Source: an optimization exercise on an open RTL-to-GDS flow (aim: small area and a short achievable clock period). Production flows keep margins and buffers that such runs may drop. Only simulation tests tie the RTL to the original design; equivalence was not proved. Power figures rest on the tool's default switching activity, not on a simulated workload.

File: flow/flow/run.sh
#!/bin/bash
# The standard layout (the standard.sh, with its synthesis unchanged),
# with two changes to how the layout is made:
#  - timing repair aims for 6.5 ns more setup slack than the clock period
#    needs, so that the resizer also works on the longest paths;
#  - the port buffers that buffer_ports inserts are buf_2 cells.
# The clock period and the constraints stay the design's.
set -euo pipefail
bash standard.sh SETUP_SLACK_MARGIN=6.5 \
  "BUFFER_PORTS_ARGS=-buffer_cell sky130_fd_sc_hd__buf_2" finish > standard.log 2>&1
File: flow/standard.sh
#!/bin/bash
# synth_recipe.tcl (not shown) runs the flow's synth.tcl, then flattens the netlist and writes it again
# the make line also repeats each setting of config.mk as NAME=value (left out here)
make -C /OpenROAD-flow-scripts/flow DESIGN_CONFIG=/design/flow/config.mk WORK_HOME=/design/flow/orfs CLKGATE_MAP_FILE= SYNTH_SCRIPT=/design/flow/synth_recipe.tcl "${@:-finish}"
File: flow/config.mk
export PLATFORM = sky130hd
export DESIGN_NAME = tread_alu
export DESIGN_NICKNAME = tread_alu
export VERILOG_FILES = /design/flow/design.v
export SDC_FILE = /design/flow/constraint.sdc
export NUM_CORES = 8
export LEC_CHECK = 0
export CAP_MARGIN = 20
export CORE_MARGIN = 2
export CORE_UTILIZATION = 40
export SLEW_MARGIN = 20
File: flow/constraint.sdc
create_clock -name core_clock -period 13.0 [get_ports {clk}]
set_input_delay 2.6000 -clock core_clock [delete_from_list [all_inputs] [get_ports {clk}]]
set_output_delay 2.6000 -clock core_clock [all_outputs]
set_load 0.01 [all_outputs]
File: flow/design.v
module tread_alu (
    input  wire        clk,
    input  wire        rst,
    input  wire        in_valid,
    input  wire [4:0]  in_code,
    input  wire        in_to_flags,    
    input  wire [63:0] in_x,
    input  wire [63:0] in_y,
    output reg         out_valid,
    output wire [63:0] out_result,
    output wire [5:0]  flags
);
    localparam F_C  = 0;
    localparam F_V  = 1;
    localparam F_Z  = 2;
    localparam F_N  = 3;
    localparam F_DZ = 4;
    localparam F_VS = 5;
    localparam CZB = 40;
    localparam PCB = 48;
    integer i;
    genvar g;
    wire [4:0]  c = in_code;
    wire [63:0] x = in_x;
    wire [63:0] y = in_y;
    wire op_arith  = (c[4:2] == 3'b000);
    wire op_logic  = (c[4:2] == 3'b001);
    wire op_or     = (c == 5'h05);
    wire op_xor    = (c == 5'h06);
    wire op_shift  = (c[4:2] == 3'b010);
    wire op_cmpeq  = (c == 5'h0C);
    wire op_cmplt  = (c == 5'h0D);
    wire op_cmpltu = (c == 5'h0E);
    wire op_min    = (c == 5'h0F);
    wire op_max    = (c == 5'h10);
    wire op_minu   = (c == 5'h11);
    wire op_maxu   = (c == 5'h12);
    wire op_popc   = (c == 5'h13);
    wire op_clz    = (c == 5'h14);
    wire op_ctz    = (c == 5'h15);
    wire op_brev   = (c == 5'h16);
    wire        sub = c[0] | c[3] | c[4];
    wire [63:0] b   = y ^ {64{sub}};
    wire        cin = (c[4:1] == 4'b0001) ? flags[F_C] ^ c[0] : sub;
    wire [63:0] p   = x ^ b;
    wire [63:0] gen = x & b;
    wire c1 = gen[0] | p[0] & cin;
    wire pg0_1_g = gen[1] | p[1] & gen[0];
    wire pg0_1_p = p[1] & p[0];
    wire pg0_3_g = gen[3] | p[3] & gen[2];
    wire pg0_3_p = p[3] & p[2];
    wire pg0_5_g = gen[5] | p[5] & gen[4];
    wire pg0_5_p = p[5] & p[4];
    wire pg0_7_g = gen[7] | p[7] & gen[6];
    wire pg0_7_p = p[7] & p[6];
    wire pg0_9_g = gen[9] | p[9] & gen[8];
    wire pg0_9_p = p[9] & p[8];
    wire pg0_11_g = gen[11] | p[11] & gen[10];
    wire pg0_11_p = p[11] & p[10];
    wire pg0_13_g = gen[13] | p[13] & gen[12];
    wire pg0_13_p = p[13] & p[12];
    wire pg0_15_g = gen[15] | p[15] & gen[14];
    wire pg0_15_p = p[15] & p[14];
    wire pg0_17_g = gen[17] | p[17] & gen[16];
    wire pg0_17_p = p[17] & p[16];
    wire pg0_19_g = gen[19] | p[19] & gen[18];
    wire pg0_19_p = p[19] & p[18];
    wire pg0_21_g = gen[21] | p[21] & gen[20];
    wire pg0_21_p = p[21] & p[20];
    wire pg0_23_g = gen[23] | p[23] & gen[22];
    wire pg0_23_p = p[23] & p[22];
    wire pg0_25_g = gen[25] | p[25] & gen[24];
    wire pg0_25_p = p[25] & p[24];
    wire pg0_27_g = gen[27] | p[27] & gen[26];
    wire pg0_27_p = p[27] & p[26];
    wire pg0_29_g = gen[29] | p[29] & gen[28];
    wire pg0_29_p = p[29] & p[28];
    wire pg0_31_g = gen[31] | p[31] & gen[30];
    wire pg0_31_p = p[31] & p[30];
    wire pg0_33_g = gen[33] | p[33] & gen[32];
    wire pg0_33_p = p[33] & p[32];
    wire pg0_35_g = gen[35] | p[35] & gen[34];
    wire pg0_35_p = p[35] & p[34];
    wire pg0_37_g = gen[37] | p[37] & gen[36];
    wire pg0_37_p = p[37] & p[36];
    wire pg0_39_g = gen[39] | p[39] & gen[38];
    wire pg0_39_p = p[39] & p[38];
    wire pg0_41_g = gen[41] | p[41] & gen[40];
    wire pg0_41_p = p[41] & p[40];
    wire pg0_43_g = gen[43] | p[43] & gen[42];
    wire pg0_43_p = p[43] & p[42];
    wire pg0_45_g = gen[45] | p[45] & gen[44];
    wire pg0_45_p = p[45] & p[44];
    wire pg0_47_g = gen[47] | p[47] & gen[46];
    wire pg0_47_p = p[47] & p[46];
    wire pg0_49_g = gen[49] | p[49] & gen[48];
    wire pg0_49_p = p[49] & p[48];
    wire pg0_51_g = gen[51] | p[51] & gen[50];
    wire pg0_51_p = p[51] & p[50];
    wire pg0_53_g = gen[53] | p[53] & gen[52];
    wire pg0_53_p = p[53] & p[52];
    wire pg0_55_g = gen[55] | p[55] & gen[54];
    wire pg0_55_p = p[55] & p[54];
    wire pg0_57_g = gen[57] | p[57] & gen[56];
    wire pg0_57_p = p[57] & p[56];
    wire pg0_59_g = gen[59] | p[59] & gen[58];
    wire pg0_59_p = p[59] & p[58];
    wire pg0_61_g = gen[61] | p[61] & gen[60];
    wire pg0_61_p = p[61] & p[60];
    wire pg0_63_g = gen[63] | p[63] & gen[62];
    wire pg0_63_p = p[63] & p[62];
    wire g1c = pg0_1_g | pg0_1_p & cin;
    wire pg1_2_g = gen[2] | p[2] & g1c;
    wire pg1_3_g = pg0_3_g | pg0_3_p & g1c;
    wire pg1_6_g = gen[6] | p[6] & pg0_5_g;
    wire pg1_6_p = p[6] & pg0_5_p;
    wire pg1_7_g = pg0_7_g | pg0_7_p & pg0_5_g;
    wire pg1_7_p = pg0_7_p & pg0_5_p;
    wire pg1_10_g = gen[10] | p[10] & pg0_9_g;
    wire pg1_10_p = p[10] & pg0_9_p;
    wire pg1_11_g = pg0_11_g | pg0_11_p & pg0_9_g;
    wire pg1_11_p = pg0_11_p & pg0_9_p;
    wire pg1_14_g = gen[14] | p[14] & pg0_13_g;
    wire pg1_14_p = p[14] & pg0_13_p;
    wire pg1_15_g = pg0_15_g | pg0_15_p & pg0_13_g;
    wire pg1_15_p = pg0_15_p & pg0_13_p;
    wire pg1_18_g = gen[18] | p[18] & pg0_17_g;
    wire pg1_18_p = p[18] & pg0_17_p;
    wire pg1_19_g = pg0_19_g | pg0_19_p & pg0_17_g;
    wire pg1_19_p = pg0_19_p & pg0_17_p;
    wire pg1_22_g = gen[22] | p[22] & pg0_21_g;
    wire pg1_22_p = p[22] & pg0_21_p;
    wire pg1_23_g = pg0_23_g | pg0_23_p & pg0_21_g;
    wire pg1_23_p = pg0_23_p & pg0_21_p;
    wire pg1_26_g = gen[26] | p[26] & pg0_25_g;
    wire pg1_26_p = p[26] & pg0_25_p;
    wire pg1_27_g = pg0_27_g | pg0_27_p & pg0_25_g;
    wire pg1_27_p = pg0_27_p & pg0_25_p;
    wire pg1_30_g = gen[30] | p[30] & pg0_29_g;
    wire pg1_30_p = p[30] & pg0_29_p;
    wire pg1_31_g = pg0_31_g | pg0_31_p & pg0_29_g;
    wire pg1_31_p = pg0_31_p & pg0_29_p;
    wire pg1_34_g = gen[34] | p[34] & pg0_33_g;
    wire pg1_34_p = p[34] & pg0_33_p;
    wire pg1_35_g = pg0_35_g | pg0_35_p & pg0_33_g;
    wire pg1_35_p = pg0_35_p & pg0_33_p;
    wire pg1_38_g = gen[38] | p[38] & pg0_37_g;
    wire pg1_38_p = p[38] & pg0_37_p;
    wire pg1_39_g = pg0_39_g | pg0_39_p & pg0_37_g;
    wire pg1_39_p = pg0_39_p & pg0_37_p;
    wire pg1_42_g = gen[42] | p[42] & pg0_41_g;
    wire pg1_42_p = p[42] & pg0_41_p;
    wire pg1_43_g = pg0_43_g | pg0_43_p & pg0_41_g;
    wire pg1_43_p = pg0_43_p & pg0_41_p;
    wire pg1_46_g = gen[46] | p[46] & pg0_45_g;
    wire pg1_46_p = p[46] & pg0_45_p;
    wire pg1_47_g = pg0_47_g | pg0_47_p & pg0_45_g;
    wire pg1_47_p = pg0_47_p & pg0_45_p;
    wire pg1_50_g = gen[50] | p[50] & pg0_49_g;
    wire pg1_50_p = p[50] & pg0_49_p;
    wire pg1_51_g = pg0_51_g | pg0_51_p & pg0_49_g;
    wire pg1_51_p = pg0_51_p & pg0_49_p;
    wire pg1_54_g = gen[54] | p[54] & pg0_53_g;
    wire pg1_54_p = p[54] & pg0_53_p;
    wire pg1_55_g = pg0_55_g | pg0_55_p & pg0_53_g;
    wire pg1_55_p = pg0_55_p & pg0_53_p;
    wire pg1_58_g = gen[58] | p[58] & pg0_57_g;
    wire pg1_58_p = p[58] & pg0_57_p;
    wire pg1_59_g = pg0_59_g | pg0_59_p & pg0_57_g;
    wire pg1_59_p = pg0_59_p & pg0_57_p;
    wire pg1_62_g = gen[62] | p[62] & pg0_61_g;
    wire pg1_62_p = p[62] & pg0_61_p;
    wire pg1_63_g = pg0_63_g | pg0_63_p & pg0_61_g;
    wire pg1_63_p = pg0_63_p & pg0_61_p;
    wire pg2_4_g = gen[4] | p[4] & pg1_3_g;
    wire pg2_5_g = pg0_5_g | pg0_5_p & pg1_3_g;
    wire pg2_6_g = pg1_6_g | pg1_6_p & pg1_3_g;
    wire pg2_7_g = pg1_7_g | pg1_7_p & pg1_3_g;
    wire pg2_12_g = gen[12] | p[12] & pg1_11_g;
    wire pg2_12_p = p[12] & pg1_11_p;
    wire pg2_13_g = pg0_13_g | pg0_13_p & pg1_11_g;
    wire pg2_13_p = pg0_13_p & pg1_11_p;
    wire pg2_14_g = pg1_14_g | pg1_14_p & pg1_11_g;
    wire pg2_14_p = pg1_14_p & pg1_11_p;
    wire pg2_15_g = pg1_15_g | pg1_15_p & pg1_11_g;
    wire pg2_15_p = pg1_15_p & pg1_11_p;
    wire pg2_20_g = gen[20] | p[20] & pg1_19_g;
    wire pg2_20_p = p[20] & pg1_19_p;
    wire pg2_21_g = pg0_21_g | pg0_21_p & pg1_19_g;
    wire pg2_21_p = pg0_21_p & pg1_19_p;
    wire pg2_22_g = pg1_22_g | pg1_22_p & pg1_19_g;
    wire pg2_22_p = pg1_22_p & pg1_19_p;
    wire pg2_23_g = pg1_23_g | pg1_23_p & pg1_19_g;
    wire pg2_23_p = pg1_23_p & pg1_19_p;
    wire pg2_28_g = gen[28] | p[28] & pg1_27_g;
    wire pg2_28_p = p[28] & pg1_27_p;
    wire pg2_29_g = pg0_29_g | pg0_29_p & pg1_27_g;
    wire pg2_29_p = pg0_29_p & pg1_27_p;
    wire pg2_30_g = pg1_30_g | pg1_30_p & pg1_27_g;
    wire pg2_30_p = pg1_30_p & pg1_27_p;
    wire pg2_31_g = pg1_31_g | pg1_31_p & pg1_27_g;
    wire pg2_31_p = pg1_31_p & pg1_27_p;
    wire pg2_36_g = gen[36] | p[36] & pg1_35_g;
    wire pg2_36_p = p[36] & pg1_35_p;
    wire pg2_37_g = pg0_37_g | pg0_37_p & pg1_35_g;
    wire pg2_37_p = pg0_37_p & pg1_35_p;
    wire pg2_38_g = pg1_38_g | pg1_38_p & pg1_35_g;
    wire pg2_38_p = pg1_38_p & pg1_35_p;
    wire pg2_39_g = pg1_39_g | pg1_39_p & pg1_35_g;
    wire pg2_39_p = pg1_39_p & pg1_35_p;
    wire pg2_44_g = gen[44] | p[44] & pg1_43_g;
    wire pg2_44_p = p[44] & pg1_43_p;
    wire pg2_45_g = pg0_45_g | pg0_45_p & pg1_43_g;
    wire pg2_45_p = pg0_45_p & pg1_43_p;
    wire pg2_46_g = pg1_46_g | pg1_46_p & pg1_43_g;
    wire pg2_46_p = pg1_46_p & pg1_43_p;
    wire pg2_47_g = pg1_47_g | pg1_47_p & pg1_43_g;
    wire pg2_47_p = pg1_47_p & pg1_43_p;
    wire pg2_52_g = gen[52] | p[52] & pg1_51_g;
    wire pg2_52_p = p[52] & pg1_51_p;
    wire pg2_53_g = pg0_53_g | pg0_53_p & pg1_51_g;
    wire pg2_53_p = pg0_53_p & pg1_51_p;
    wire pg2_54_g = pg1_54_g | pg1_54_p & pg1_51_g;
    wire pg2_54_p = pg1_54_p & pg1_51_p;
    wire pg2_55_g = pg1_55_g | pg1_55_p & pg1_51_g;
    wire pg2_55_p = pg1_55_p & pg1_51_p;
    wire pg2_60_g = gen[60] | p[60] & pg1_59_g;
    wire pg2_60_p = p[60] & pg1_59_p;
    wire pg2_61_g = pg0_61_g | pg0_61_p & pg1_59_g;
    wire pg2_61_p = pg0_61_p & pg1_59_p;
    wire pg2_62_g = pg1_62_g | pg1_62_p & pg1_59_g;
    wire pg2_62_p = pg1_62_p & pg1_59_p;
    wire pg2_63_g = pg1_63_g | pg1_63_p & pg1_59_g;
    wire pg2_63_p = pg1_63_p & pg1_59_p;
    wire pg3_8_g = gen[8] | p[8] & pg2_7_g;
    wire pg3_9_g = pg0_9_g | pg0_9_p & pg2_7_g;
    wire pg3_10_g = pg1_10_g | pg1_10_p & pg2_7_g;
    wire pg3_11_g = pg1_11_g | pg1_11_p & pg2_7_g;
    wire pg3_12_g = pg2_12_g | pg2_12_p & pg2_7_g;
    wire pg3_13_g = pg2_13_g | pg2_13_p & pg2_7_g;
    wire pg3_14_g = pg2_14_g | pg2_14_p & pg2_7_g;
    wire pg3_15_g = pg2_15_g | pg2_15_p & pg2_7_g;
    wire pg3_24_g = gen[24] | p[24] & pg2_23_g;
    wire pg3_24_p = p[24] & pg2_23_p;
    wire pg3_25_g = pg0_25_g | pg0_25_p & pg2_23_g;
    wire pg3_25_p = pg0_25_p & pg2_23_p;
    wire pg3_26_g = pg1_26_g | pg1_26_p & pg2_23_g;
    wire pg3_26_p = pg1_26_p & pg2_23_p;
    wire pg3_27_g = pg1_27_g | pg1_27_p & pg2_23_g;
    wire pg3_27_p = pg1_27_p & pg2_23_p;
    wire pg3_28_g = pg2_28_g | pg2_28_p & pg2_23_g;
    wire pg3_28_p = pg2_28_p & pg2_23_p;
    wire pg3_29_g = pg2_29_g | pg2_29_p & pg2_23_g;
    wire pg3_29_p = pg2_29_p & pg2_23_p;
    wire pg3_30_g = pg2_30_g | pg2_30_p & pg2_23_g;
    wire pg3_30_p = pg2_30_p & pg2_23_p;
    wire pg3_31_g = pg2_31_g | pg2_31_p & pg2_23_g;
    wire pg3_31_p = pg2_31_p & pg2_23_p;
    wire pg3_40_g = gen[40] | p[40] & pg2_39_g;
    wire pg3_40_p = p[40] & pg2_39_p;
    wire pg3_41_g = pg0_41_g | pg0_41_p & pg2_39_g;
    wire pg3_41_p = pg0_41_p & pg2_39_p;
    wire pg3_42_g = pg1_42_g | pg1_42_p & pg2_39_g;
    wire pg3_42_p = pg1_42_p & pg2_39_p;
    wire pg3_43_g = pg1_43_g | pg1_43_p & pg2_39_g;
    wire pg3_43_p = pg1_43_p & pg2_39_p;
    wire pg3_44_g = pg2_44_g | pg2_44_p & pg2_39_g;
    wire pg3_44_p = pg2_44_p & pg2_39_p;
    wire pg3_45_g = pg2_45_g | pg2_45_p & pg2_39_g;
    wire pg3_45_p = pg2_45_p & pg2_39_p;
    wire pg3_46_g = pg2_46_g | pg2_46_p & pg2_39_g;
    wire pg3_46_p = pg2_46_p & pg2_39_p;
    wire pg3_47_g = pg2_47_g | pg2_47_p & pg2_39_g;
    wire pg3_47_p = pg2_47_p & pg2_39_p;
    wire pg3_56_g = gen[56] | p[56] & pg2_55_g;
    wire pg3_56_p = p[56] & pg2_55_p;
    wire pg3_57_g = pg0_57_g | pg0_57_p & pg2_55_g;
    wire pg3_57_p = pg0_57_p & pg2_55_p;
    wire pg3_58_g = pg1_58_g | pg1_58_p & pg2_55_g;
    wire pg3_58_p = pg1_58_p & pg2_55_p;
    wire pg3_59_g = pg1_59_g | pg1_59_p & pg2_55_g;
    wire pg3_59_p = pg1_59_p & pg2_55_p;
    wire pg3_60_g = pg2_60_g | pg2_60_p & pg2_55_g;
    wire pg3_60_p = pg2_60_p & pg2_55_p;
    wire pg3_61_g = pg2_61_g | pg2_61_p & pg2_55_g;
    wire pg3_61_p = pg2_61_p & pg2_55_p;
    wire pg3_62_g = pg2_62_g | pg2_62_p & pg2_55_g;
    wire pg3_62_p = pg2_62_p & pg2_55_p;
    wire pg3_63_g = pg2_63_g | pg2_63_p & pg2_55_g;
    wire pg3_63_p = pg2_63_p & pg2_55_p;
    wire pg4_16_g = gen[16] | p[16] & pg3_15_g;
    wire pg4_17_g = pg0_17_g | pg0_17_p & pg3_15_g;
    wire pg4_18_g = pg1_18_g | pg1_18_p & pg3_15_g;
    wire pg4_19_g = pg1_19_g | pg1_19_p & pg3_15_g;
    wire pg4_20_g = pg2_20_g | pg2_20_p & pg3_15_g;
    wire pg4_21_g = pg2_21_g | pg2_21_p & pg3_15_g;
    wire pg4_22_g = pg2_22_g | pg2_22_p & pg3_15_g;
    wire pg4_23_g = pg2_23_g | pg2_23_p & pg3_15_g;
    wire pg4_24_g = pg3_24_g | pg3_24_p & pg3_15_g;
    wire pg4_25_g = pg3_25_g | pg3_25_p & pg3_15_g;
    wire pg4_26_g = pg3_26_g | pg3_26_p & pg3_15_g;
    wire pg4_27_g = pg3_27_g | pg3_27_p & pg3_15_g;
    wire pg4_28_g = pg3_28_g | pg3_28_p & pg3_15_g;
    wire pg4_29_g = pg3_29_g | pg3_29_p & pg3_15_g;
    wire pg4_30_g = pg3_30_g | pg3_30_p & pg3_15_g;
    wire pg4_31_g = pg3_31_g | pg3_31_p & pg3_15_g;
    wire pg4_48_g = gen[48] | p[48] & pg3_47_g;
    wire pg4_48_p = p[48] & pg3_47_p;
    wire pg4_49_g = pg0_49_g | pg0_49_p & pg3_47_g;
    wire pg4_49_p = pg0_49_p & pg3_47_p;
    wire pg4_50_g = pg1_50_g | pg1_50_p & pg3_47_g;
    wire pg4_50_p = pg1_50_p & pg3_47_p;
    wire pg4_51_g = pg1_51_g | pg1_51_p & pg3_47_g;
    wire pg4_51_p = pg1_51_p & pg3_47_p;
    wire pg4_52_g = pg2_52_g | pg2_52_p & pg3_47_g;
    wire pg4_52_p = pg2_52_p & pg3_47_p;
    wire pg4_53_g = pg2_53_g | pg2_53_p & pg3_47_g;
    wire pg4_53_p = pg2_53_p & pg3_47_p;
    wire pg4_54_g = pg2_54_g | pg2_54_p & pg3_47_g;
    wire pg4_54_p = pg2_54_p & pg3_47_p;
    wire pg4_55_g = pg2_55_g | pg2_55_p & pg3_47_g;
    wire pg4_55_p = pg2_55_p & pg3_47_p;
    wire pg4_56_g = pg3_56_g | pg3_56_p & pg3_47_g;
    wire pg4_56_p = pg3_56_p & pg3_47_p;
    wire pg4_57_g = pg3_57_g | pg3_57_p & pg3_47_g;
    wire pg4_57_p = pg3_57_p & pg3_47_p;
    wire pg4_58_g = pg3_58_g | pg3_58_p & pg3_47_g;
    wire pg4_58_p = pg3_58_p & pg3_47_p;
    wire pg4_59_g = pg3_59_g | pg3_59_p & pg3_47_g;
    wire pg4_59_p = pg3_59_p & pg3_47_p;
    wire pg4_60_g = pg3_60_g | pg3_60_p & pg3_47_g;
    wire pg4_60_p = pg3_60_p & pg3_47_p;
    wire pg4_61_g = pg3_61_g | pg3_61_p & pg3_47_g;
    wire pg4_61_p = pg3_61_p & pg3_47_p;
    wire pg4_62_g = pg3_62_g | pg3_62_p & pg3_47_g;
    wire pg4_62_p = pg3_62_p & pg3_47_p;
    wire pg4_63_g = pg3_63_g | pg3_63_p & pg3_47_g;
    wire pg4_63_p = pg3_63_p & pg3_47_p;
    wire pg5_32_g = gen[32] | p[32] & pg4_31_g;
    wire pg5_33_g = pg0_33_g | pg0_33_p & pg4_31_g;
    wire pg5_34_g = pg1_34_g | pg1_34_p & pg4_31_g;
    wire pg5_35_g = pg1_35_g | pg1_35_p & pg4_31_g;
    wire pg5_36_g = pg2_36_g | pg2_36_p & pg4_31_g;
    wire pg5_37_g = pg2_37_g | pg2_37_p & pg4_31_g;
    wire pg5_38_g = pg2_38_g | pg2_38_p & pg4_31_g;
    wire pg5_39_g = pg2_39_g | pg2_39_p & pg4_31_g;
    wire pg5_40_g = pg3_40_g | pg3_40_p & pg4_31_g;
    wire pg5_41_g = pg3_41_g | pg3_41_p & pg4_31_g;
    wire pg5_42_g = pg3_42_g | pg3_42_p & pg4_31_g;
    wire pg5_43_g = pg3_43_g | pg3_43_p & pg4_31_g;
    wire pg5_44_g = pg3_44_g | pg3_44_p & pg4_31_g;
    wire pg5_45_g = pg3_45_g | pg3_45_p & pg4_31_g;
    wire pg5_46_g = pg3_46_g | pg3_46_p & pg4_31_g;
    wire pg5_47_g = pg3_47_g | pg3_47_p & pg4_31_g;
    wire pg5_48_g = pg4_48_g | pg4_48_p & pg4_31_g;
    wire pg5_49_g = pg4_49_g | pg4_49_p & pg4_31_g;
    wire pg5_50_g = pg4_50_g | pg4_50_p & pg4_31_g;
    wire pg5_51_g = pg4_51_g | pg4_51_p & pg4_31_g;
    wire pg5_52_g = pg4_52_g | pg4_52_p & pg4_31_g;
    wire pg5_53_g = pg4_53_g | pg4_53_p & pg4_31_g;
    wire pg5_54_g = pg4_54_g | pg4_54_p & pg4_31_g;
    wire pg5_55_g = pg4_55_g | pg4_55_p & pg4_31_g;
    wire pg5_56_g = pg4_56_g | pg4_56_p & pg4_31_g;
    wire pg5_57_g = pg4_57_g | pg4_57_p & pg4_31_g;
    wire pg5_58_g = pg4_58_g | pg4_58_p & pg4_31_g;
    wire pg5_59_g = pg4_59_g | pg4_59_p & pg4_31_g;
    wire pg5_60_g = pg4_60_g | pg4_60_p & pg4_31_g;
    wire pg5_61_g = pg4_61_g | pg4_61_p & pg4_31_g;
    wire pg5_62_g = pg4_62_g | pg4_62_p & pg4_31_g;
    wire pg5_63_g = pg4_63_g | pg4_63_p & pg4_31_g;
    wire [63:0] carry = {pg5_62_g, pg5_61_g, pg5_60_g, pg5_59_g, pg5_58_g, pg5_57_g, pg5_56_g, pg5_55_g, pg5_54_g, pg5_53_g, pg5_52_g, pg5_51_g, pg5_50_g, pg5_49_g, pg5_48_g, pg5_47_g, pg5_46_g, pg5_45_g, pg5_44_g, pg5_43_g, pg5_42_g, pg5_41_g, pg5_40_g, pg5_39_g, pg5_38_g, pg5_37_g, pg5_36_g, pg5_35_g, pg5_34_g, pg5_33_g, pg5_32_g, pg4_31_g, pg4_30_g, pg4_29_g, pg4_28_g, pg4_27_g, pg4_26_g, pg4_25_g, pg4_24_g, pg4_23_g, pg4_22_g, pg4_21_g, pg4_20_g, pg4_19_g, pg4_18_g, pg4_17_g, pg4_16_g, pg3_15_g, pg3_14_g, pg3_13_g, pg3_12_g, pg3_11_g, pg3_10_g, pg3_9_g, pg3_8_g, pg2_7_g, pg2_6_g, pg2_5_g, pg2_4_g, pg1_3_g, pg1_2_g, g1c, c1, cin};
    wire [63:0] sum = p ^ carry;
    wire        cout = pg5_63_g;
    wire        v_new = (x[63] == b[63]) & (sum[63] != x[63]);
    wire        eq    = &p;                              
    wire        lt_u  = ~cout;                           
    wire        lt_s  = (x[63] ^ y[63]) ? x[63] : lt_u;  
    wire        lt    = (op_minu | op_maxu) ? lt_u : lt_s;
    wire        cmp   = op_cmpeq & eq | op_cmplt & lt_s | op_cmpltu & lt_u;
    wire        sel_x = (op_min | op_minu) & lt | (op_max | op_maxu) & ~lt;
    wire        sel_y = (op_min | op_minu) & ~lt | (op_max | op_maxu) & lt | op_or;
    wire        sel_g = op_logic & ~op_xor;           
    wire        sel_p = op_xor;
    wire [5:0]  s      = y[5:0];
    wire        right  = c[0] ^ c[1];                   
    wire        is_rol = c[0] & c[1];
    wire [5:0]  r      = right ? (6'd0 - s) : s;
    wire [63:0] rot1 = r[0] ? {x[62:0],    x[63]}       : x;
    wire [63:0] rot2 = r[1] ? {rot1[61:0], rot1[63:62]} : rot1;
    wire [63:0] rot3 = r[2] ? {rot2[59:0], rot2[63:60]} : rot2;
    wire [63:0] rot4 = r[3] ? {rot3[55:0], rot3[63:56]} : rot3;
    wire [63:0] rot5 = r[4] ? {rot4[47:0], rot4[63:48]} : rot4;
    wire        fill = c[1] & ~c[0] & x[63];            
    wire [4:0]  u    = s[4:0];
    wire        uz   = (u == 5'd0);
    reg  [31:0] th;     
    reg  [63:0] keep;
    reg  [63:0] sres;
    always @(*) begin
        for (i = 0; i < 32; i = i + 1)
            th[i] = (i >= u);
        for (i = 0; i < 32; i = i + 1)
            keep[i] = is_rol | (right ? (uz ? ~s[5] : th[31 - i]) : th[i]);
        for (i = 32; i < 64; i = i + 1)
            keep[i] = is_rol | ~s[5] | (right & uz);
        for (i = 0; i < 64; i = i + 1)
            sres[i] = keep[i] ? rot5[i] : fill;
    end
    wire [63:0] nz0 = x;
    wire [31:0] nz1;
    wire [31:0] tz1, lz1;
    wire [15:0] nz2;
    wire [31:0] tz2, lz2;
    wire [7:0] nz3;
    wire [23:0] tz3, lz3;
    wire [3:0] nz4;
    wire [15:0] tz4, lz4;
    wire [1:0] nz5;
    wire [9:0] tz5, lz5;
    wire [0:0] nz6;
    wire [5:0] tz6, lz6;
    generate
        for (g = 0; g < 32; g = g + 1) begin : cz1
            assign nz1[g] = x[2*g] | x[2*g+1];
            assign tz1[g] = ~x[2*g];
            assign lz1[g] = ~x[2*g+1];
        end
        for (g = 0; g < 16; g = g + 1) begin : cz2
            assign nz2[g] = nz1[2*g] | nz1[2*g+1];
            assign tz2[2*g +: 2] = nz1[2*g] ? {1'b0, tz1[1*(2*g) +: 1]}
                                         : {1'b1, tz1[1*(2*g+1) +: 1]};
            assign lz2[2*g +: 2] = nz1[2*g+1] ? {1'b0, lz1[1*(2*g+1) +: 1]}
                                           : {1'b1, lz1[1*(2*g) +: 1]};
        end
        for (g = 0; g < 8; g = g + 1) begin : cz3
            assign nz3[g] = nz2[2*g] | nz2[2*g+1];
            assign tz3[3*g +: 3] = nz2[2*g] ? {1'b0, tz2[2*(2*g) +: 2]}
                                         : {1'b1, tz2[2*(2*g+1) +: 2]};
            assign lz3[3*g +: 3] = nz2[2*g+1] ? {1'b0, lz2[2*(2*g+1) +: 2]}
                                           : {1'b1, lz2[2*(2*g) +: 2]};
        end
        for (g = 0; g < 4; g = g + 1) begin : cz4
            assign nz4[g] = nz3[2*g] | nz3[2*g+1];
            assign tz4[4*g +: 4] = nz3[2*g] ? {1'b0, tz3[3*(2*g) +: 3]}
                                         : {1'b1, tz3[3*(2*g+1) +: 3]};
            assign lz4[4*g +: 4] = nz3[2*g+1] ? {1'b0, lz3[3*(2*g+1) +: 3]}
                                           : {1'b1, lz3[3*(2*g) +: 3]};
        end
        for (g = 0; g < 2; g = g + 1) begin : cz5
            assign nz5[g] = nz4[2*g] | nz4[2*g+1];
            assign tz5[5*g +: 5] = nz4[2*g] ? {1'b0, tz4[4*(2*g) +: 4]}
                                         : {1'b1, tz4[4*(2*g+1) +: 4]};
            assign lz5[5*g +: 5] = nz4[2*g+1] ? {1'b0, lz4[4*(2*g+1) +: 4]}
                                           : {1'b1, lz4[4*(2*g) +: 4]};
        end
        for (g = 0; g < 1; g = g + 1) begin : cz6
            assign nz6[g] = nz5[2*g] | nz5[2*g+1];
            assign tz6[6*g +: 6] = nz5[2*g] ? {1'b0, tz5[5*(2*g) +: 5]}
                                         : {1'b1, tz5[5*(2*g+1) +: 5]};
            assign lz6[6*g +: 6] = nz5[2*g+1] ? {1'b0, lz5[5*(2*g+1) +: 5]}
                                           : {1'b1, lz5[5*(2*g) +: 5]};
        end
    endgenerate
    wire [6:0] ctz = {~nz6, tz6 & {6{nz6}}};
    wire [6:0] clz = {~nz6, lz6 & {6{nz6}}};
    wire pa_1;
    wire pa_10;
    wire pa_100;
    wire pa_101;
    wire pa_102;
    wire pa_103;
    wire pa_104;
    wire pa_11;
    wire pa_12;
    wire pa_13;
    wire pa_14;
    wire pa_15;
    wire pa_16;
    wire pa_17;
    wire pa_18;
    wire pa_19;
    wire pa_2;
    wire pa_20;
    wire pa_21;
    wire pa_22;
    wire pa_23;
    wire pa_24;
    wire pa_25;
    wire pa_26;
    wire pa_27;
    wire pa_28;
    wire pa_29;
    wire pa_3;
    wire pa_30;
    wire pa_31;
    wire pa_32;
    wire pa_33;
    wire pa_34;
    wire pa_35;
    wire pa_36;
    wire pa_37;
    wire pa_38;
    wire pa_39;
    wire pa_4;
    wire pa_40;
    wire pa_41;
    wire pa_42;
    wire pa_43;
    wire pa_44;
    wire pa_45;
    wire pa_46;
    wire pa_47;
    wire pa_48;
    wire pa_49;
    wire pa_5;
    wire pa_50;
    wire pa_51;
    wire pa_52;
    wire pa_53;
    wire pa_54;
    wire pa_55;
    wire pa_56;
    wire pa_57;
    wire pa_58;
    wire pa_59;
    wire pa_6;
    wire pa_60;
    wire pa_61;
    wire pa_62;
    wire pa_63;
    wire pa_64;
    wire pa_65;
    wire pa_66;
    wire pa_67;
    wire pa_68;
    wire pa_69;
    wire pa_7;
    wire pa_70;
    wire pa_71;
    wire pa_72;
    wire pa_73;
    wire pa_74;
    wire pa_75;
    wire pa_76;
    wire pa_77;
    wire pa_78;
    wire pa_79;
    wire pa_8;
    wire pa_80;
    wire pa_81;
    wire pa_82;
    wire pa_83;
    wire pa_84;
    wire pa_85;
    wire pa_86;
    wire pa_87;
    wire pa_88;
    wire pa_89;
    wire pa_9;
    wire pa_90;
    wire pa_91;
    wire pa_92;
    wire pa_93;
    wire pa_94;
    wire pa_95;
    wire pa_96;
    wire pa_97;
    wire pa_98;
    wire pa_99;
    assign pa_1 = x[0] ^ x[1] ^ x[2];
    assign pa_2 = (x[0] & x[1]) | (x[2] & (x[0] ^ x[1]));
    assign pa_3 = x[3] ^ x[4] ^ x[5];
    assign pa_4 = (x[3] & x[4]) | (x[5] & (x[3] ^ x[4]));
    assign pa_5 = x[6] ^ x[7] ^ x[8];
    assign pa_6 = (x[6] & x[7]) | (x[8] & (x[6] ^ x[7]));
    assign pa_7 = x[9] ^ x[10] ^ x[11];
    assign pa_8 = (x[9] & x[10]) | (x[11] & (x[9] ^ x[10]));
    assign pa_9 = x[12] ^ x[13] ^ x[14];
    assign pa_10 = (x[12] & x[13]) | (x[14] & (x[12] ^ x[13]));
    assign pa_11 = x[15] ^ x[16] ^ x[17];
    assign pa_12 = (x[15] & x[16]) | (x[17] & (x[15] ^ x[16]));
    assign pa_13 = x[18] ^ x[19] ^ x[20];
    assign pa_14 = (x[18] & x[19]) | (x[20] & (x[18] ^ x[19]));
    assign pa_15 = x[21] ^ x[22] ^ x[23];
    assign pa_16 = (x[21] & x[22]) | (x[23] & (x[21] ^ x[22]));
    assign pa_17 = x[24] ^ x[25] ^ x[26];
    assign pa_18 = (x[24] & x[25]) | (x[26] & (x[24] ^ x[25]));
    assign pa_19 = x[27] ^ x[28] ^ x[29];
    assign pa_20 = (x[27] & x[28]) | (x[29] & (x[27] ^ x[28]));
    assign pa_21 = x[30] ^ x[31] ^ x[32];
    assign pa_22 = (x[30] & x[31]) | (x[32] & (x[30] ^ x[31]));
    assign pa_23 = x[33] ^ x[34] ^ x[35];
    assign pa_24 = (x[33] & x[34]) | (x[35] & (x[33] ^ x[34]));
    assign pa_25 = x[36] ^ x[37] ^ x[38];
    assign pa_26 = (x[36] & x[37]) | (x[38] & (x[36] ^ x[37]));
    assign pa_27 = x[39] ^ x[40] ^ x[41];
    assign pa_28 = (x[39] & x[40]) | (x[41] & (x[39] ^ x[40]));
    assign pa_29 = x[42] ^ x[43] ^ x[44];
    assign pa_30 = (x[42] & x[43]) | (x[44] & (x[42] ^ x[43]));
    assign pa_31 = x[45] ^ x[46] ^ x[47];
    assign pa_32 = (x[45] & x[46]) | (x[47] & (x[45] ^ x[46]));
    assign pa_33 = x[48] ^ x[49] ^ x[50];
    assign pa_34 = (x[48] & x[49]) | (x[50] & (x[48] ^ x[49]));
    assign pa_35 = x[51] ^ x[52] ^ x[53];
    assign pa_36 = (x[51] & x[52]) | (x[53] & (x[51] ^ x[52]));
    assign pa_37 = x[54] ^ x[55] ^ x[56];
    assign pa_38 = (x[54] & x[55]) | (x[56] & (x[54] ^ x[55]));
    assign pa_39 = x[57] ^ x[58] ^ x[59];
    assign pa_40 = (x[57] & x[58]) | (x[59] & (x[57] ^ x[58]));
    assign pa_41 = x[60] ^ x[61] ^ x[62];
    assign pa_42 = (x[60] & x[61]) | (x[62] & (x[60] ^ x[61]));
    assign pa_43 = pa_1 ^ pa_3 ^ pa_5;
    assign pa_44 = (pa_1 & pa_3) | (pa_5 & (pa_1 ^ pa_3));
    assign pa_45 = pa_7 ^ pa_9 ^ pa_11;
    assign pa_46 = (pa_7 & pa_9) | (pa_11 & (pa_7 ^ pa_9));
    assign pa_47 = pa_13 ^ pa_15 ^ pa_17;
    assign pa_48 = (pa_13 & pa_15) | (pa_17 & (pa_13 ^ pa_15));
    assign pa_49 = pa_19 ^ pa_21 ^ pa_23;
    assign pa_50 = (pa_19 & pa_21) | (pa_23 & (pa_19 ^ pa_21));
    assign pa_51 = pa_25 ^ pa_27 ^ pa_29;
    assign pa_52 = (pa_25 & pa_27) | (pa_29 & (pa_25 ^ pa_27));
    assign pa_53 = pa_31 ^ pa_33 ^ pa_35;
    assign pa_54 = (pa_31 & pa_33) | (pa_35 & (pa_31 ^ pa_33));
    assign pa_55 = pa_37 ^ pa_39 ^ pa_41;
    assign pa_56 = (pa_37 & pa_39) | (pa_41 & (pa_37 ^ pa_39));
    assign pa_57 = pa_2 ^ pa_4 ^ pa_6;
    assign pa_58 = (pa_2 & pa_4) | (pa_6 & (pa_2 ^ pa_4));
    assign pa_59 = pa_8 ^ pa_10 ^ pa_12;
    assign pa_60 = (pa_8 & pa_10) | (pa_12 & (pa_8 ^ pa_10));
    assign pa_61 = pa_14 ^ pa_16 ^ pa_18;
    assign pa_62 = (pa_14 & pa_16) | (pa_18 & (pa_14 ^ pa_16));
    assign pa_63 = pa_20 ^ pa_22 ^ pa_24;
    assign pa_64 = (pa_20 & pa_22) | (pa_24 & (pa_20 ^ pa_22));
    assign pa_65 = pa_26 ^ pa_28 ^ pa_30;
    assign pa_66 = (pa_26 & pa_28) | (pa_30 & (pa_26 ^ pa_28));
    assign pa_67 = pa_32 ^ pa_34 ^ pa_36;
    assign pa_68 = (pa_32 & pa_34) | (pa_36 & (pa_32 ^ pa_34));
    assign pa_69 = pa_38 ^ pa_40 ^ pa_42;
    assign pa_70 = (pa_38 & pa_40) | (pa_42 & (pa_38 ^ pa_40));
    assign pa_71 = pa_43 ^ pa_45 ^ pa_47;
    assign pa_72 = (pa_43 & pa_45) | (pa_47 & (pa_43 ^ pa_45));
    assign pa_73 = pa_49 ^ pa_51 ^ pa_53;
    assign pa_74 = (pa_49 & pa_51) | (pa_53 & (pa_49 ^ pa_51));
    assign pa_75 = pa_55 ^ x[63];
    assign pa_76 = pa_55 & x[63];
    assign pa_77 = pa_44 ^ pa_46 ^ pa_48;
    assign pa_78 = (pa_44 & pa_46) | (pa_48 & (pa_44 ^ pa_46));
    assign pa_79 = pa_50 ^ pa_52 ^ pa_54;
    assign pa_80 = (pa_50 & pa_52) | (pa_54 & (pa_50 ^ pa_52));
    assign pa_81 = pa_56 ^ pa_57 ^ pa_59;
    assign pa_82 = (pa_56 & pa_57) | (pa_59 & (pa_56 ^ pa_57));
    assign pa_83 = pa_61 ^ pa_63 ^ pa_65;
    assign pa_84 = (pa_61 & pa_63) | (pa_65 & (pa_61 ^ pa_63));
    assign pa_85 = pa_67 ^ pa_69;
    assign pa_86 = pa_67 & pa_69;
    assign pa_87 = pa_58 ^ pa_60 ^ pa_62;
    assign pa_88 = (pa_58 & pa_60) | (pa_62 & (pa_58 ^ pa_60));
    assign pa_89 = pa_64 ^ pa_66 ^ pa_68;
    assign pa_90 = (pa_64 & pa_66) | (pa_68 & (pa_64 ^ pa_66));
    assign pa_91 = pa_71 ^ pa_73 ^ pa_75;
    assign pa_92 = (pa_71 & pa_73) | (pa_75 & (pa_71 ^ pa_73));
    assign pa_93 = pa_72 ^ pa_74 ^ pa_76;
    assign pa_94 = (pa_72 & pa_74) | (pa_76 & (pa_72 ^ pa_74));
    assign pa_95 = pa_77 ^ pa_79 ^ pa_81;
    assign pa_96 = (pa_77 & pa_79) | (pa_81 & (pa_77 ^ pa_79));
    assign pa_97 = pa_83 ^ pa_85;
    assign pa_98 = pa_83 & pa_85;
    assign pa_99 = pa_78 ^ pa_80 ^ pa_82;
    assign pa_100 = (pa_78 & pa_80) | (pa_82 & (pa_78 ^ pa_80));
    assign pa_101 = pa_84 ^ pa_86 ^ pa_87;
    assign pa_102 = (pa_84 & pa_86) | (pa_87 & (pa_84 ^ pa_86));
    assign pa_103 = pa_89 ^ pa_70;
    assign pa_104 = pa_89 & pa_70;
    wire [15:0] pc_cut = {pa_90, pa_88, pa_104, pa_102, pa_100, pa_103, pa_101, pa_99, pa_98, pa_96, pa_94, pa_97, pa_95, pa_93, pa_92, pa_91};
    localparam PCW = 16;
    reg [63:0] brev;
    always @(*) begin
        for (i = 0; i < 64; i = i + 1)
            brev[i] = x[63 - i];
    end
    wire [6:0] cz = {7{op_clz}} & clz | {7{op_ctz}} & ctz;
    wire [63:0] mid_d = {64{op_arith}} & sum
                      | {64{sel_g}} & gen
                      | {64{sel_p}} & p
                      | {64{op_shift}} & sres
                      | {64{sel_x}} & x
                      | {64{sel_y}} & y
                      | {64{op_brev}} & brev
                      | {{(64-PCW){1'b0}}, {PCW{op_popc}} & pc_cut} << PCB
                      | {57'd0, cz} << CZB
                      | {63'd0, cmp};
    wire res0 = op_shift & r[5] ? sres[32] :
                op_popc ? pc_cut[0] :
                (op_clz | op_ctz) ? cz[0] : mid_d[0];
    reg [63:0] mid;
    reg        m_arith, m_chain, m_logic, m_popc, m_cz, m_swap, m_tf, m_v;
    reg        m_cw, m_cv;   
    reg [5:0]  fl;           
    always @(posedge clk) begin
        mid     <= mid_d;
        m_arith <= op_arith;
        m_chain <= c[1];             
        m_logic <= op_logic;
        m_popc  <= op_popc;
        m_cz    <= op_clz | op_ctz;
        m_swap  <= op_shift & r[5];
        m_tf    <= in_to_flags;
        m_v     <= v_new;
        m_cw    <= in_to_flags | op_arith;
        m_cv    <= in_to_flags ? res0 : cout ^ sub;
        if (rst) begin
            out_valid <= 1'b0;
            fl        <= 6'd0;
        end else begin
            out_valid <= in_valid;
            fl        <= flags;
        end
    end
    wire [PCW-1:0] pm = mid[PCB +: PCW];
    wire pb_1;
    wire pb_10;
    wire pb_11;
    wire pb_12;
    wire pb_13;
    wire pb_14;
    wire pb_15;
    wire pb_16;
    wire pb_17;
    wire pb_18;
    wire pb_2;
    wire pb_3;
    wire pb_4;
    wire pb_5;
    wire pb_6;
    wire pb_7;
    wire pb_8;
    wire pb_9;
    assign pb_1 = pm[1] ^ pm[2] ^ pm[3];
    assign pb_2 = (pm[1] & pm[2]) | (pm[3] & (pm[1] ^ pm[2]));
    assign pb_3 = pm[5] ^ pm[6] ^ pm[7];
    assign pb_4 = (pm[5] & pm[6]) | (pm[7] & (pm[5] ^ pm[6]));
    assign pb_5 = pm[8] ^ pm[9] ^ pm[10];
    assign pb_6 = (pm[8] & pm[9]) | (pm[10] & (pm[8] ^ pm[9]));
    assign pb_7 = pm[11] ^ pm[12] ^ pm[13];
    assign pb_8 = (pm[11] & pm[12]) | (pm[13] & (pm[11] ^ pm[12]));
    assign pb_9 = pm[14] ^ pm[15];
    assign pb_10 = pm[14] & pm[15];
    assign pb_11 = pb_2 ^ pb_3 ^ pb_5;
    assign pb_12 = (pb_2 & pb_3) | (pb_5 & (pb_2 ^ pb_3));
    assign pb_13 = pb_4 ^ pb_6 ^ pb_7;
    assign pb_14 = (pb_4 & pb_6) | (pb_7 & (pb_4 ^ pb_6));
    assign pb_15 = pb_12 ^ pb_13 ^ pb_9;
    assign pb_16 = (pb_12 & pb_13) | (pb_9 & (pb_12 ^ pb_13));
    assign pb_17 = pb_14 ^ pb_8 ^ pb_10;
    assign pb_18 = (pb_14 & pb_8) | (pb_10 & (pb_14 ^ pb_8));
    wire [6:0] pc_a = {1'b0, pb_18, pb_16, pb_15, pb_11, pb_1, pm[0]};
    wire [6:0] pc_b = {1'b0, 1'b0, pb_17, 1'b0, 1'b0, pm[4], 1'b0};
    wire [6:0] pc = pc_a + pc_b;
    wire [63:0] cnt_at = ({{(64-PCW){1'b0}}, {PCW{1'b1}}} << PCB)
                       | ({57'd0, 7'h7F} << CZB);
    wire        m_cnt  = m_popc | m_cz;
    reg  [63:0] res;
    always @(*) begin
        for (i = 0; i < 64; i = i + 1)
            res[i] = m_swap ? mid[i ^ 32] : mid[i] & ~(m_cnt & cnt_at[i]);
        if (m_popc)
            res[6:0] = pc;
        else if (m_cz)
            res[6:0] = mid[CZB +: 7];
    end
    assign out_result = res;
    wire mid_zero = ~|mid;
    reg [5:1] f_new;
    always @(*) begin
        f_new = fl[5:1];
        if (m_tf) begin
            f_new = res[5:1];
        end else if (m_arith) begin
            f_new[F_V]  = m_v;
            f_new[F_VS] = fl[F_VS] | m_v;
            f_new[F_Z]  = mid_zero & (~m_chain | fl[F_Z]);
            f_new[F_N]  = mid[63];
        end else if (m_logic) begin
            f_new[F_Z]  = mid_zero;
            f_new[F_N]  = mid[63];
        end
    end
    wire c_out = (out_valid & m_cw) ? m_cv : fl[F_C];
    assign flags = {out_valid ? f_new : fl[5:1], c_out};
endmodule
==> results of run 1 <==
-- power by group --
group | internal, W | total (W) | switching (W)
sequential | 0.000301 | 0.000398 | 0.0000962
combinational | 0.000608 | 0.00154 | 0.000935
clock | 0.000136 | 0.000253 | 0.000116
-- per-layer routing --
metal | track usage [%] | vias to the layer above
li1 | - | 8606
met1 | 52.2 | 9790
met2 | 58.4 | 1739
met3 | 10.7 | 399
met4 | 27.0 | 2
met5 | 0 | -
-- worst min-delay path by stage --
stage | start | to | slack [ps] | cells past startpoint
final | m_cv$_DFF_P_ | fl[0]$_SDFF_PP0_ | 560 | 2
after global placement | m_cv$_DFF_P_ | fl[0]$_SDFF_PP0_ | 530 | 2
after CTS | m_cv$_DFF_P_ | fl[0]$_SDFF_PP0_ | 570 | 2
after global routing | m_cv$_DFF_P_ | fl[0]$_SDFF_PP0_ | 600 | 2
after floorplan | m_cv$_DFF_P_ | fl[0]$_SDFF_PP0_ | 490 | 2
after detailed placement | m_cv$_DFF_P_ | fl[0]$_SDFF_PP0_ | 540 | 2
-- what timing repair did --
action | in CTS | in global routing
gates resized for setup | 36 | 52
buffers inserted | 5 | 21
pin swaps | 5 | 28
cloned | 6 | 7
setup endpoints to repair | 66 | 64
hold buffers | 0 | 0
-- synthesized netlist by cell type, drive strengths merged (16+ instances only) --
cell type	number	area share [%]
a21oi	188	5.4
o21ai	128	3.8
o31ai	25	1.1
a31oi	36	1.4
a221oi	19	0.98
buf	56	1.9
xor2	22	1.1
mux2i	196	11
clkbuf	138	3.0
nor3b	20	0.86
nand3	38	1.1
a22o	47	2.3
a221o	72	4.1
a211oi	36	1.7
nor2b	26	0.93
fa	62	7.1
nor2	106	2.3
xnor2	79	4.0
dfxtp	81	9.2
nor3	40	1.1
and2	22	0.80
inv	115	2.5
nand2	202	4.4
a22oi	36	1.5
ha	93	6.6
a222oi	19	1.1
nor4	22	0.78
mux4	47	6.0
mux2	44	2.8
o211ai	16	0.68
-- tightest hold or removal path, cell delays in order (launching register included) --
cell and delay (ps):
dfxtp_1 310, nand3_1 120, a21oi_1 80
-- stage by stage --
stage	area, um^2	total power (W)	setup slack, ps	std cells	utilization, %
final	19900	0.00219	6490	2916	46.2
after global routing	19900	0.00229	6490	2914	46.2
after CTS	19500	0.00209	6540	2885	45.1
after detailed placement	18800	0.00181	4480	2858	43.6
after global placement	18800	0.00178	4730	2858	43.6
after floorplan	17600	0.00130	6540	2221	-
-- cell families after synthesis --
family / count (synthesis)
adders and majority gates: 155
xor gates and xnor gates: 101
and+or+nand+nor: 553
muxes: 287
buffers and inverters: 312
DFF: 81
AOI/OAI and AO/OA: 732
-- final cells by class --
cell class                 count  area share [%]
inverter                     118            2.22
clock buffer                  10            1.20
clock inverter                 6           0.245
multi-input combinational   1834            75.2
timing repair buffer         279            9.25
tap                          585            3.67
sequential                    81            8.16
antenna                        3          0.0376
==> results.json, run 1 <==
{
  "status": "timing/DRC/antenna clean",
  "fp.coreArea_mm2": 0.0432,
  "place_congestion": 1.08,
  "crit_path_start_kind": "input port",
  "drt-initial-drc-count": 3056,
  "die_w_um": 213,
  "m1WireLength_mm": 35.9,
  "clockBufferDepth": 2,
  "synth.distinct_cells": 86,
  "yosysWarnings": 1,
  "period_needed_ps": 6510,
  "power.density_mw_per_mm2": 110,
  "clock_sinks": 81,
  "crit_path_end_kind": "register",
  "syn-num-nets": 2513,
  "io_pins": 208,
  "drc_errors": 0,
  "reg2reg_slack_ps": 9440,
  "grt_antenna_before_repair": 4,
  "synth_top_family_by_area": "compound AO/OA/AOI/OAI gates",
  "critPathLaunch": "in_code[0]",
  "drv_cap": 0,
  "min_path_type": "register to register",
  "syn_area_mm2": 0.0175,
  "dr.pass1.iters": 8,
  "grt_pass1_wl_mm": 131,
  "max_freq_mhz": 154,
  "r2r-start": "out_valid$_SDFF_PP0_",
  "timing.final.crit_share_pct": 50.1,
  "met3_length_mm": 13.3,
  "tightest_slew_ps": 1080,
  "leakagePower_nw": 8.37,
  "wl_per_cell_um": 33.0,
  "num_rows": 76,
  "rsz0062_at_grt": "false",
  "crit_buf_inv": 5,
  "path_cells": "buf_2 -> inv_1 -> ha_1 -> buf_8 -> mux2i_4 -> buf_12 -> bufbuf_16 -> mux2i_1 -> mux2i_1 -> mux2i_1 -> mux2i_1 -> mux2i_1 -> mux2i_1 -> a222oi_1 -> o31ai_1 -> a221o_1",
  "slew_violations": 0,
  "required_ps": 13240,
  "async_flop_share_pct": 0,
  "hold_viol": 0,
  "crit_arrival_ps": 6750,
  "drt_wl_total_mm": 96.1,
  "die_area_mm2": 0.0455,
  "synth-xor-area-share_pct": 5.09,
  "fp.dieH_um": 213,
  "crit_path_end": "mid[31]$_DFF_P_",
  "path_max_fanout": 19,
  "cts_tree": "built",
  "num-nets-final": 2615,
  "clock_skew_ps": 16.2,
  "mostFrequentLayoutCell": "buf_2",
  "setup_tns_ps": 0,
  "vdd_drop_max_mv": 0.0645,
  "worstSkewPairLatency_ps": 360,
  "slew_headroom_pct": 27.7,
  "drive_gt1_share_pct": 20.3,
  "syn_area_per_cell_um2": 7.90,
  "worst_r2r_endpoint": "mid[30]$_DFF_P_",
  "synth_fa_ha_area_share_pct": 13.7,
  "cts.clk_slew.worst_paths_ps": 60,
  "htreeDepth": 3,
  "highest_layer": "met5",
  "ys_ff_latch": 81,
  "grt_max_degree": 72,
  "crit_type": "input port to register",
  "overflow": 0,
  "setup_viol_count_final": 0,
  "dpl.hpwl_mm": 70.4,
  "fill_cells": 4380,
  "muxShareOfSynthArea_pct": 20.0,
  "critical_path.top_delay_family": "multiplexers",
  "start_util_pct": 40.6,
  "synth_edf_count": 0,
  "vias": 20500,
  "grt_pass1_vias": 18400,
  "crit_slowest_cell": "a222oi_1",
  "route.met2.wl_mm": 38.6,
  "yosysSeqAreaShare_pct": 9.24,
  "cp_common_cell": "mux2i_1",
  "critPathMaxStageDelay_ps": 690,
  "whs_ps": 556,
  "ctsRootBufferMaster": "clkbuf_16",
  "synth_compound_area_share_pct": 29.3,
  "detail-route-antenna-nets": 0,
  "reg_top3": "mid (64), fl (6)",
  "areaGrowthSynthToFinish_pct": 13.7,
  "yosys.area_share.simple_pct": 15.3,
  "synthFlopType": "dfxtp_1",
  "cp.depth": 16,
  "multi_input_area_mm2": 0.0150,
  "layout_common_cells": "207 x buf_2, 198 x nand2_1, 193 x mux2i_1",
  "register_area_mm2": 0.00163,
  "postSynthCellCount": 2221,
  "regMostFlops": "mid",
  "io_buffers": 207,
  "grtUsageTotal_pct": 40.2,
  "cts_buffers": 9,
  "via_per_inst": 7.04,
  "r2r_cells": 10,
  "largest_reg_flops": 64
}
==> inputs of run 2 (changes only) <==
--- a/flow/design.v
+++ b/flow/design.v
@@ -382,5 +382,5 @@
     wire        sel_g = op_logic & ~op_xor;           
     wire        sel_p = op_xor;
-    wire [5:0]  s      = y[5:0];
+    wire [5:0]  s      = y[5:0] & {6{op_shift}};    
     wire        right  = c[0] ^ c[1];                   
     wire        is_rol = c[0] & c[1];
@@ -683,6 +683,5 @@
                       | {64{sel_g}} & gen
                       | {64{sel_p}} & p
-                      | {64{op_shift}} & sres
-                      | {64{sel_x}} & x
+                      | {64{op_shift | sel_x}} & sres
                       | {64{sel_y}} & y
                       | {64{op_brev}} & brev
==> results.json, run 2 <==
{
  "io_buffers": 207,
  "dpl.hpwl_mm": 71.8,
  "crit_arrival_ps": 6740,
  "cts.clk_slew.worst_paths_ps": 80,
  "synth_largest_area_cell": "mux2i_1",
  "crit_path_end_kind": "register",
  "use_met1_pct": 54.8,
  "clock_skew_ps": 15.7,
  "cts_tree": "built",
  "layout_common_cells": "295 x nand2_1, 216 x mux2i_1, 206 x buf_2",
  "yosysSeqAreaShare_pct": 9.56,
  "postSynthCellCount": 2292,
  "reg_top3": "mid (64), fl (6)",
  "power.density_mw_per_mm2": 114,
  "crit_type": "input port to register",
  "leakagePower_nw": 8.53,
  "fin_cells": 2935,
  "r2r-start": "out_valid$_SDFF_PP0_",
  "dp_slack_ps": 4930,
  "path_max_fanout": 8,
  "drt_wl_total_mm": 95.0,
  "fill_cells": 4311,
  "synth_commonest_cells": "297 x nand2_1, 220 x mux2i_1, 160 x a21oi_1, 134 x nor2_1, 133 x o21ai_0",
  "reg2reg_slack_ps": 9470,
  "setup_tns_ps": 0,
  "holdPathStages": 2,
  "areaGrowthSynthToFinish_pct": 12.1,
  "async_flop_share_pct": 0,
  "setup_viol_count_final": 0,
  "ctsRootBufferMaster": "clkbuf_16",
  "grt_pass1_wl_mm": 133,
  "grtUsageTotal_pct": 41.7,
  "clock_sinks": 81,
  "start_util_pct": 40.4,
  "syn_area_per_cell_um2": 7.40,
  "status": "timing/DRC/antenna clean",
  "use_met2_pct": 59.3,
  "grt_max_degree": 67,
  "period_needed_ps": 6500,
  "synth_edf_count": 0,
  "grt_antenna_before_repair": 6,
  "met3_usage_pct": 12.9,
  "overflow": 0,
  "worst_r2r_endpoint": "mid[62]$_DFF_P_",
  "rsz0062_at_grt": "true",
  "timing.final.crit_share_pct": 50.0,
  "busiest_layer": "met2",
  "die_area_mm2": 0.0441,
  "die_w_um": 210,
  "hold_viol": 0,
  "vdd_drop_max_mv": 0.103,
  "place_congestion": 1.06,
  "drv_cap": 0,
  "cts_buffers": 9,
  "wl_per_cell_um": 32.4,
  "synthFlopType": "dfxtp_1",
  "num_rows": 75,
  "netlist.area_leader.share_pct": 13.0,
  "r2r_cells": 11,
  "drc_errors": 0,
  "via_per_inst": 6.90,
  "ctsHoldBuffers": 0,
  "tightest_slew_ps": 995,
  "crit_path_start_kind": "input port",
  "num-nets-final": 2679,
  "min_path_type": "register to register",
  "grt_pass1_vias": 18400,
  "worstSkewPairLatency_ps": 380,
  "yosysWarnings": 1,
  "worstHoldEndpoint": "fl[4]$_SDFF_PP0_",
  "syn-num-nets": 2584,
  "largest_reg_flops": 64,
  "ys_ff_latch": 81,
  "layout_setup_ws_ps": 6500,
  "drive_gt1_share_pct": 15.6,
  "htreeDepth": 3,
  "drt-initial-drc-count": 3219,
  "synth.most_common_cell": "nand2_1",
  "slew_violations": 0,
  "vias": 20300,
  "synth.distinct_cells": 91,
  "io_pins": 208,
  "dpl.cell_count": 2900,
  "slew_headroom_pct": 33.7,
  "dr.pass1.iters": 7,
  "holdCritStartpoint": "fl[4]$_SDFF_PP0_",
  "syn_area_mm2": 0.0170,
  "fp.dieH_um": 210,
  "clockBufferDepth": 2,
  "required_ps": 13240,
  "yosys-top-cells-area": "mux2i_1 13%, dfxtp_1 9.6%, fa_1 7.3%",
  "mostFrequentLayoutCell": "nand2_1",
  "max_freq_mhz": 154,
  "detail-route-antenna-nets": 0,
  "regMostFlops": "mid",
  "fp.coreArea_mm2": 0.0419
}
[run 2: worst max-delay path by stage]
| stage | slack (ps) | end | cells past startpoint | from |
|---|---|---|---|---|
| 2_1_floorplan | 6510 | mid[31]$_DFF_P_ | 18 | in_code[0] |
| 3_3_place_gp | 5080 | mid[38]$_DFF_P_ | 18 | in_code[0] |
| 3_5_place_dp | 4930 | mid[30]$_DFF_P_ | 18 | in_code[0] |
| 4_1_cts | 6540 | mid[23]$_DFF_P_ | 17 | in_code[0] |
| 5_1_grt | 6470 | mid[23]$_DFF_P_ | 19 | in_code[0] |
| 6_report | 6500 | m_cv$_DFF_P_ | 14 | in_x[49] |
[run 2: layout make-up]
type / count / area (um^2) / area share [%]
multi-input combinational: 1922 / 14400 / 75.7
sequential: 81 / 1620 / 8.53
timing repair buffer: 250 / 1550 / 8.17
tap: 539 / 674 / 3.55
inverter: 123 / 462 / 2.43
clock buffer: 9 / 225 / 1.18
clock inverter: 7 / 81.3 / 0.428
antenna: 4 / 10.0 / 0.0526
[run 2: worst max-delay path, stage by stage]
cell,delay (ps)
buf_2,220
inv_1,100
ha_1,250
or3b_1,420
or4b_1,730
nor2_2,230
nand3_1,240
nor2_2,350
nor2_1,180
o21a_1,160
a32oi_1,690
a21oi_1,170
nor3b_1,270
a221oi_2,130
[run 2: layer usage]
| layer | up-vias | part of all wire (%) |
|---|---|---|
| li1 | 8654 | - |
| met1 | 9540 | 38 |
| met2 | 1703 | 40 |
| met3 | 348 | 14 |
| met4 | 8 | 7.6 |
| met5 | - | 0.054 |
[run 2: kinds of logic after synthesis]
| logic type | Yosys count | share of synthesized area [%] |
|---|---|---|
| buffers and inverters | 290 | 7.13 |
| AND/OR/NAND/NOR | 705 | 19.1 |
| adder cells (fa/ha/maj) | 155 | 14.2 |
| AO/OA/AOI/OAI | 682 | 27.3 |
| multiplexers | 269 | 16.8 |
| flip-flops | 81 | 9.56 |
| XOR/XNOR | 110 | 5.94 |
[run 2: through the flow]
step	instance area, um^2	total power [W]	hold WS [ps]	utilization, %
after floorplan	17000	0.00123	573	-
after global placement	18200	0.00178	566	43.4
after detailed placement	18200	0.00180	573	43.5
after CTS	18800	0.00210	591	44.8
after global routing	19000	0.00226	636	45.3
final	19000	0.00217	590	45.3
[run 2: report_power, final]
group / internal (W) / switching (W)
Sequential: 0.000313 / 0.000131
Combinational: 0.000548 / 0.000902
Clock: 0.000138 / 0.000142
[run 2: what timing repair did]
| action | 4_1_cts | 5_1_grt |
|---|---|---|
| gates resized for setup | 39 | 31 |
| setup buffers | 4 | 6 |
| cloned | 2 | 3 |
| endpoints found under the setup margin | 66 | 65 |
| pin swaps | 5 | 7 |

afterwards: timing with drivers on the ports:
The flow's constraints put no driver on any port. The routed layouts listed below were extracted and timed again, unchanged, in two steps.
Step 1 assumes that a clkbuf_16 drives the clock port and a buf_2 every other input.
Step 2 also shifts input and output timing later by t, the mid clock arrival at the registers, as if the neighbouring blocks saw the same clock.
a / b / c = no drivers / after step 1 / after step 2; a / b = the first two.
run	t (ns)	slack for setup (ns)	worst hold slack (ns)	cell pins on the clock port's net
run 1	0.396	6.487 / 6.507 / 6.111	0.556 / 0.556 / 0.556	1
run 2	0.417	6.501 / 6.530 / 6.113	0.590 / 0.590 / 0.590	1
After both steps setup and hold are still met in every run listed. The setup slack of run 2, which loses most, moves by +0.029 ns with the drivers and by -0.388 ns with both steps.
